This is an optimization exercise on Yosys and OpenROAD, whose aim is a short achievable clock period and few clock cycles per item, not a production implementation. Only simulation tests tie the RTL to the original design; equivalence was not proved.

## flow/design.v (module list and top-level ports; edited modules follow where they fit)
// module patina_lane: 787 lines
module patina_lane (
    input  wire               clk,
    input  wire               rst,
    input  wire        [17:0] clamp_c,
    input  wire               lin_bypass,
    input  wire signed [31:0] k1,
    input  wire signed [31:0] k2,
    input  wire signed [31:0] k3,
    input  wire               patina_en,
    input  wire signed [11:0] dp,
    input  wire         [2:0] es,
    input  wire         [2:0] eq,
    input  wire        [15:0] out_offset,
    input  wire               in_valid,
    output wire               in_ready,
    input  wire        [13:0] in_code,
    input  wire        [31:0] in_entry,
    output wire               out_valid,
    input  wire               out_ready,
    output wire        [15:0] out_pix,
    output wire               out_hi,
    output wire               out_lo,
    output wire               out_defect
);
  // ...
==> flow/flow/run.sh <==
#!/bin/bash
# Layout flow: the standard ORFS flow (standard.sh), with the port
# buffers made plain sky130_fd_sc_hd__buf_4 cells. Every input and output
# port still gets its buffer; only the cell type differs from buffer_ports'
# own choice (a clkdlybuf4s50_1 delay cell).
set -euo pipefail
export BUFFER_PORTS_ARGS="-buffer_cell sky130_fd_sc_hd__buf_4"
bash standard.sh > standard_flow.log 2>&1
==> flow/standard.sh <==
#!/bin/bash
# synth_recipe.tcl (not shown) runs the flow's synth.tcl, then flattens the netlist and writes it again
# the make line also repeats each setting of config.mk as NAME=value (left out here)
make -C /OpenROAD-flow-scripts/flow DESIGN_CONFIG=/design/flow/config.mk WORK_HOME=/design/flow/orfs CLKGATE_MAP_FILE= SYNTH_SCRIPT=/design/flow/synth_recipe.tcl "${@:-finish}"
==> flow/config.mk <==
export PLATFORM = sky130hd
export DESIGN_NAME = patina_lane
export DESIGN_NICKNAME = patina_lane
export VERILOG_FILES = /design/flow/design.v
export SDC_FILE = /design/flow/constraint.sdc
export NUM_CORES = 4
export LEC_CHECK = 0
export CAP_MARGIN = 20
export CORE_MARGIN = 2
export CORE_UTILIZATION = 40
export SLEW_MARGIN = 20
==> flow/constraint.sdc <==
create_clock -name core_clock -period 20.0 [get_ports {clk}]
set_input_delay 4.0000 -clock core_clock [delete_from_list [all_inputs] [get_ports {clk}]]
set_output_delay 4.0000 -clock core_clock [all_outputs]
set_load 0.01 [all_outputs]
==> run notes, run 1 <==
| Parameter | Value | Unit |
| --- | --- | --- |
| Outcome | no timing/DRC/antenna violations | - |
| Share of layout cells above drive strength 1 | 0.06464 | - |
| Number of filler cells placed in the layout | 43.20k | - |
| Cell types with the largest area share after synthesis | sky130_fd_sc_hd__fa_1 36%, sky130_fd_sc_hd__dfxtp_1 25%, sky130_fd_sc_hd__inv_1 7.3% | - |
| Simple-gate share of the synthesized area | 0.1124 | - |
| Reg-to-Reg Start | xm_r_263[25] | - |
| Synth Warn # | 1 | - |
| # Post-CTS Setup Buffers | 0 | - |
| Die outline width | 685.9 | microns |
| Crit. End Element | register | - |
| Number of inserted diodes | 9 | - |
| Setup tns final | 0 | ns |
| Skew-Pair Late Insertion Delay | 0.99 | ns |
| Worst slack at placement | 14.07 | ns |
| Standard-cell row count | 250 | - |
| Top fanout value on the critical path | 44 | - |
| RSZ-0062 raised after global routing | no | - |
| Topmost layer with routed signal wires | met4 | - |
| Share of cell area taken by multi-input logic gates | 0.5596 | - |
| Library cell with the highest instance count after synthesis | sky130_fd_sc_hd__inv_1 | - |
| Max FFs per register | 304 | - |
| Via count of the first global-routing pass | 121.2k | - |
| Main synth FF type | sky130_fd_sc_hd__dfxtp_1 | - |
| Sequential cell area | 55900 | sq um |
| Worst slew margin relative to its limit | 0.2380 | - |
| Final nets | 21.46k | - |
| Setup violations, final | 0 | - |
| Placed cells | 22.72k | - |
| Number of buffers created by CTS | 301 | - |
| Clock root buffer | sky130_fd_sc_hd__clkbuf_16 | - |
| Synth cell count leaders | 3593 x sky130_fd_sc_hd__inv_1, 3391 x sky130_fd_sc_hd__fa_1, 2333 x sky130_fd_sc_hd__dfxtp_1 | - |
| TritonCTS clock tree | done | - |
Testbench counts, summed over its fixed seeds: cycles 40,651, items 35,275.
==> run 2, diff against run 1 <==
--- a/flow/config.mk
+++ b/flow/config.mk
@@ -9,3 +9,3 @@
 export CORE_MARGIN = 2
 export CORE_UTILIZATION = 40
-export SLEW_MARGIN = 20
+export SLEW_MARGIN = 65
==> run 2 against run 1 <==
  * Register-to-register slack improved by 0.30 ns
  * Worst setup slack better by 0.13 ns
  * Non-clock buffer count up 51
  * Final area up 1.0%
  * Count of clock-buffer cells in the layout grew 3
  * Critical endpoint is now out_pix[12]
==> run notes, run 2 <==
| Parameter | Value | Unit | vs previous |
| --- | --- | --- | --- |
| Outcome | no timing/DRC/antenna violations | - | unchanged |
| Post-synthesis cell type with the largest combined area | sky130_fd_sc_hd__fa_1 | - | unchanged |
| Depth of the worst hold-timing path | 0 | - | unchanged |
| Final nets | 21.51k | - | was 21.46k |
| Critical path arrival | 1.57 | ns | was 6.50 ns |
| Leading cell type in the layout, fill and taps excluded | sky130_fd_sc_hd__inv_1 | - | unchanged |
| Main synth FF type | sky130_fd_sc_hd__dfxtp_1 | - | unchanged |
| Depth of the most critical reg-to-reg path | 18 | - | was 15 |
| Effective utilization at floorplan | 0.4015 | - | unchanged |
| Total Routing Usage GR | 0.1837 | - | about the same |
| Wire length per cell after detailed routing | 18.08 | microns | about the same |
| Startpoint of the tightest hold check path | ent_2[31] | - | was hi_3 |
| Final Hold Viols | 0 | - | unchanged |
| Post-synthesis cell type count | 91 | - | unchanged |
| Synth cell count leaders | 3593 x sky130_fd_sc_hd__inv_1, 3391 x sky130_fd_sc_hd__fa_1, 2333 x sky130_fd_sc_hd__dfxtp_1 | - | unchanged |
| Delay of the slowest cell on the worst path | 0.41 | ns | was 0.82 ns |
| Classification of the worst-slack hold path | register to register | - | unchanged |
| Skew-Pair Late Insertion Delay | 1.00 | ns | was 0.99 ns |
| Slew Limit Fails | 0 | - | unchanged |
| Wire length of the first global-routing pass | 682000 | microns | was 681500 microns |
| Placeable core region | 463300 | sq um | unchanged |
| Standard-cell row count | 250 | - | unchanged |
| Via count of the first global-routing pass | 121.0k | - | was 121.2k |
| Post-route minimum period | 5.568 | ns | was 5.698 ns |
| Fraction of post-synthesis cell area in the top cell type by area | 0.3649 | - | unchanged |
| Count of TritonRoute iterations in the first routing pass | 6 | - | was 5 |
| Total vias in the final route | 109.9k | - | was 109.7k |
| Die outline width | 685.9 | microns | unchanged |
| Maximum clock skew at final layout | 0.1462 | ns | was 0.1081 ns |
| Clk sinks | 2637 | - | unchanged |
| Critical Path RT | 16.00 | ns | was 20.80 ns |
| Detail Placement HPWL | 320600 | microns | was 316700 microns |
| Initial detailed-routing violation count | 5591 | - | was 5706 |
| Setup tns final | 0 | ns | unchanged |
| Signed area change from the synthesized netlist to the final layout | 11.29 | % | was 10.14% |
| H-tree lvl count | 5 | - | unchanged |
| TritonCTS clock tree | done | - | unchanged |
| Sequential cell area | 56170 | sq um | was 55900 sq um |
| Slowest library cell on the worst path | sky130_fd_sc_hd__dfxtp_1 | - | was sky130_fd_sc_hd__a311oi_1 |
| Setup slack of the most critical reg-to-reg path | 14.60 | ns | was 14.30 ns |
| Ordered list of cells on the worst path | buf_4 | - | was fa_1, ha_1, inv_1, fa_1, o21ai_0, a32oi_1, a311oi_1, o21bai_1, nor4b_1, o31ai_1, xnor2_1, nor3_1, a31o_2, nand2b_1, o21ba_2 |
| Number of primary I/O pins | 221 | - | unchanged |
| Max FFs per register | 304 | - | unchanged |
| Fraction of synthesis flops using an asynchronous set or reset pin | 0 | - | unchanged |
| Category of the worst setup path launch point | register | - | unchanged |
| Vertical extent of the die | 685.9 | microns | unchanged |
| Via-to-Cell Ratio | 4.713 | - | was 4.712 |
| Synthesized cell area | 186000 | sq um | unchanged |
| Number of buffers created by CTS | 299 | - | was 301 |
| Detail Route Antenna Nets | 0 | - | unchanged |
| Setup violations, final | 0 | - | unchanged |
| Worst setup path class | register to output pin | - | was register to register |
| Highest attainable clock frequency | 0.1796 | GHz | was 0.1755 GHz |
| Number of buffers added to fix hold violations after cts | 0 | - | unchanged |
| Number of buffers added on ports | 220 | - | unchanged |
| Commonest cells after routing, fill and taps aside | 3593 x sky130_fd_sc_hd__inv_1, 3386 x sky130_fd_sc_hd__fa_1, 2175 x sky130_fd_sc_hd__dfxtp_1 | - | was 3594 x sky130_fd_sc_hd__inv_1, 3391 x sky130_fd_sc_hd__fa_1, 2280 x sky130_fd_sc_hd__dfxtp_1 |
| Worst Tran Pin Value | 0.5366 | ns | was 1.143 ns |
| Fraction of the yosys area taken by sequential cells | 0.3002 | - | unchanged |
| Combined buffer and inverter count along the critical path | 1 | - | unchanged |
| Category of cells accounting for the largest share of critical-path delay | flip-flops | - | was compound AO/OA/AOI/OAI gates |
| Number of buffers on the longest clock path | 4 | - | unchanged |
| Number of design rule violations left after detail routing | 0 | - | unchanged |
| Number of filler cells placed in the layout | 43.11k | - | was 43.20k |
| Mean instance size in the synthesized netlist | 11.08 | sq um | unchanged |
| Min-Delay Endpoint | ent_3[31] | - | was hi_4 |
| Initial antenna violation count | 16 | - | was 13 |
| CTS clk-pin slew, worst paths | 0.06 | ns | about the same |
| Number of storage elements in the synthesis netlist | 2637 | - | unchanged |
| RSZ-0062 raised after global routing | no | - | unchanged |
| Post-synth EDFFs | 304 | - | unchanged |
| Area of the die | 470500 | sq um | unchanged |
| Clock root buffer | sky130_fd_sc_hd__clkbuf_16 | - | unchanged |
| Cells resized by post-CTS repair | 0 | - | unchanged |
| Top fanout value on the critical path | 1 | - | was 44 |
| # Post-CTS Setup Buffers | 0 | - | unchanged |
| Worst slew margin relative to its limit | 0.6405 | - | was 0.2380 |
| Crit. End Element | output pin | - | was register |
| Reg-to-Reg Start | ee_ci_360 | - | was xm_r_263[25] |
| Multi-input gate area | 115500 | sq um | was 114600 sq um |
| Cell types with the largest area share after synthesis | sky130_fd_sc_hd__fa_1 36%, sky130_fd_sc_hd__dfxtp_1 25%, sky130_fd_sc_hd__inv_1 7.3% | - | unchanged |
| Max capacitance violation total | 0 | - | unchanged |
| R2R Path End | eg_r_397[39] | - | was d_8[22] |
| Nets in the synthesized netlist | 21.40k | - | unchanged |
| Library cell with the highest instance count after synthesis | sky130_fd_sc_hd__inv_1 | - | unchanged |
| Synth Warn # | 1 | - | unchanged |
| Residual overflow from global routing | 0 | - | unchanged |
| Placer Congestion | 0.8494 | - | unchanged |
| Maximum number of pins on one net before global-route repair | 77 | - | unchanged |
| Overall routed net length | 421800 | microns | was 420900 microns |
| Share of layout cells above drive strength 1 | 0.07896 | - | was 0.06464 |
| Period utilisation layout | 0.2784 | - | was 0.2849 |
| Synthesized instance count | 16.79k | - | unchanged |
-- run 2: cell count changes in the layout (fill, tap and decap cells not counted), moves of 12 or more --
cell                      before   now
sky130_fd_sc_hd__xnor2_1     243   206
sky130_fd_sc_hd__dfxtp_2      52   104
sky130_fd_sc_hd__dfxtp_4       1    54
sky130_fd_sc_hd__buf_8         0    14
sky130_fd_sc_hd__and2_4        0    16
sky130_fd_sc_hd__buf_4       335   312
sky130_fd_sc_hd__and2_2       16     0
sky130_fd_sc_hd__dfxtp_1    2280  2175
sky130_fd_sc_hd__buf_12        1    15
sky130_fd_sc_hd__xnor2_2      13    38
sky130_fd_sc_hd__xnor2_4       0    12
sky130_fd_sc_hd__buf_6         0    29
-- run 2: worst max path at each step --
stage	end	slack, ns	start	cells past startpoint
floorplan	cred[10]	14.40	in_valid	8
global placement	ohold[11]	14.12	out_ready	8
detailed placement	eg_r_397[42]	14.25	ee_ci_360	18
CTS	eg_r_397[42]	14.17	ee_ci_360	18
global route	eg_r_397[39]	14.25	ee_ci_360	18
finish	out_pix[12]	14.43	oreg[12]	1
-- run 2: per-stage QoR --
stage	area, sq um	setup slack [ns]	instances	utilization	hold WS, ns
after floorplan	186000	14.40	16793	-	0.3096
after global placement	194300	14.12	22723	0.4193	0.3097
after detailed placement	196100	14.25	22766	0.4233	0.3120
after CTS	206700	14.17	23313	0.4462	0.2663
after global routing	207000	14.25	23325	0.4468	0.2682
final	207000	14.43	23329	0.4469	0.2527
-- run 2: metal layers --
layer | track usage | vias to the layer above | share of wire
li1 | - | 50367 | -
met5 | 0 | - | 0
met3 | 0.02412 | 586 | 0.047
met1 | 0.2479 | 56753 | 0.44
met2 | 0.3122 | 2243 | 0.48
met4 | 0.04807 | 0 | 0.028
-- run 2: logic make-up after synthesis --
logic type | count (synthesis) | share of synthesized area
buf+inv | 4173 | 0.08438
flops | 2637 | 0.3002
xor+xnor | 368 | 0.01733
simple gates | 4006 | 0.1124
fa+ha+maj | 4404 | 0.4331
compound gates | 985 | 0.03402
mux | 220 | 0.01865
-- run 2: layout make-up --
class                           count  area share
Multi-Input combinational cell   9983      0.5582
Inverter                         3594     0.06519
Sequential cell                  2637      0.2713
Antenna cell                        7  0.00008462
Clock inverter                    152     0.01075
Clock buffer                      395     0.04035
Timing Repair Buffer              387     0.01681
Tap cell                         6174     0.03732

==> re-timing with driven ports <==
The flow's constraints put no driver on any port. The routed layouts listed below were extracted and timed again, unchanged, in two steps.
Step 1 (the two cells are an assumption about what drives the block):
set clk [get_ports {clk}]
set_driving_cell -lib_cell sky130_fd_sc_hd__clkbuf_16 $clk
set_driving_cell -lib_cell sky130_fd_sc_hd__buf_2 [delete_from_list [all_inputs] $clk]
Step 2 also shifts input and output timing later by t, the mid clock arrival at the registers, as if the neighbouring blocks saw the same clock.
Slacks: ideal / step 1 / step 2; pairs: ideal / step 1.
| run | shift t [ns] | slack for setup (ns) | worst setup path after step 2 | clock arrival spread, ns | worst data-port slew with drivers (ns) |
|---|---|---|---|---|---|
| run 1 | 1.046 | 14.302 / 14.302 / 13.970 | input to register | 0.111 / 0.111 | 0.07 |
| run 2 | 1.036 | 14.432 / 14.324 / 14.368 | input to register | 0.147 / 0.148 | 0.07 |
After both steps setup and hold are still met in every run listed. For run 1, which loses most, drivers alone change the setup slack by 0.000 ns; drivers and shift together by -0.332 ns.
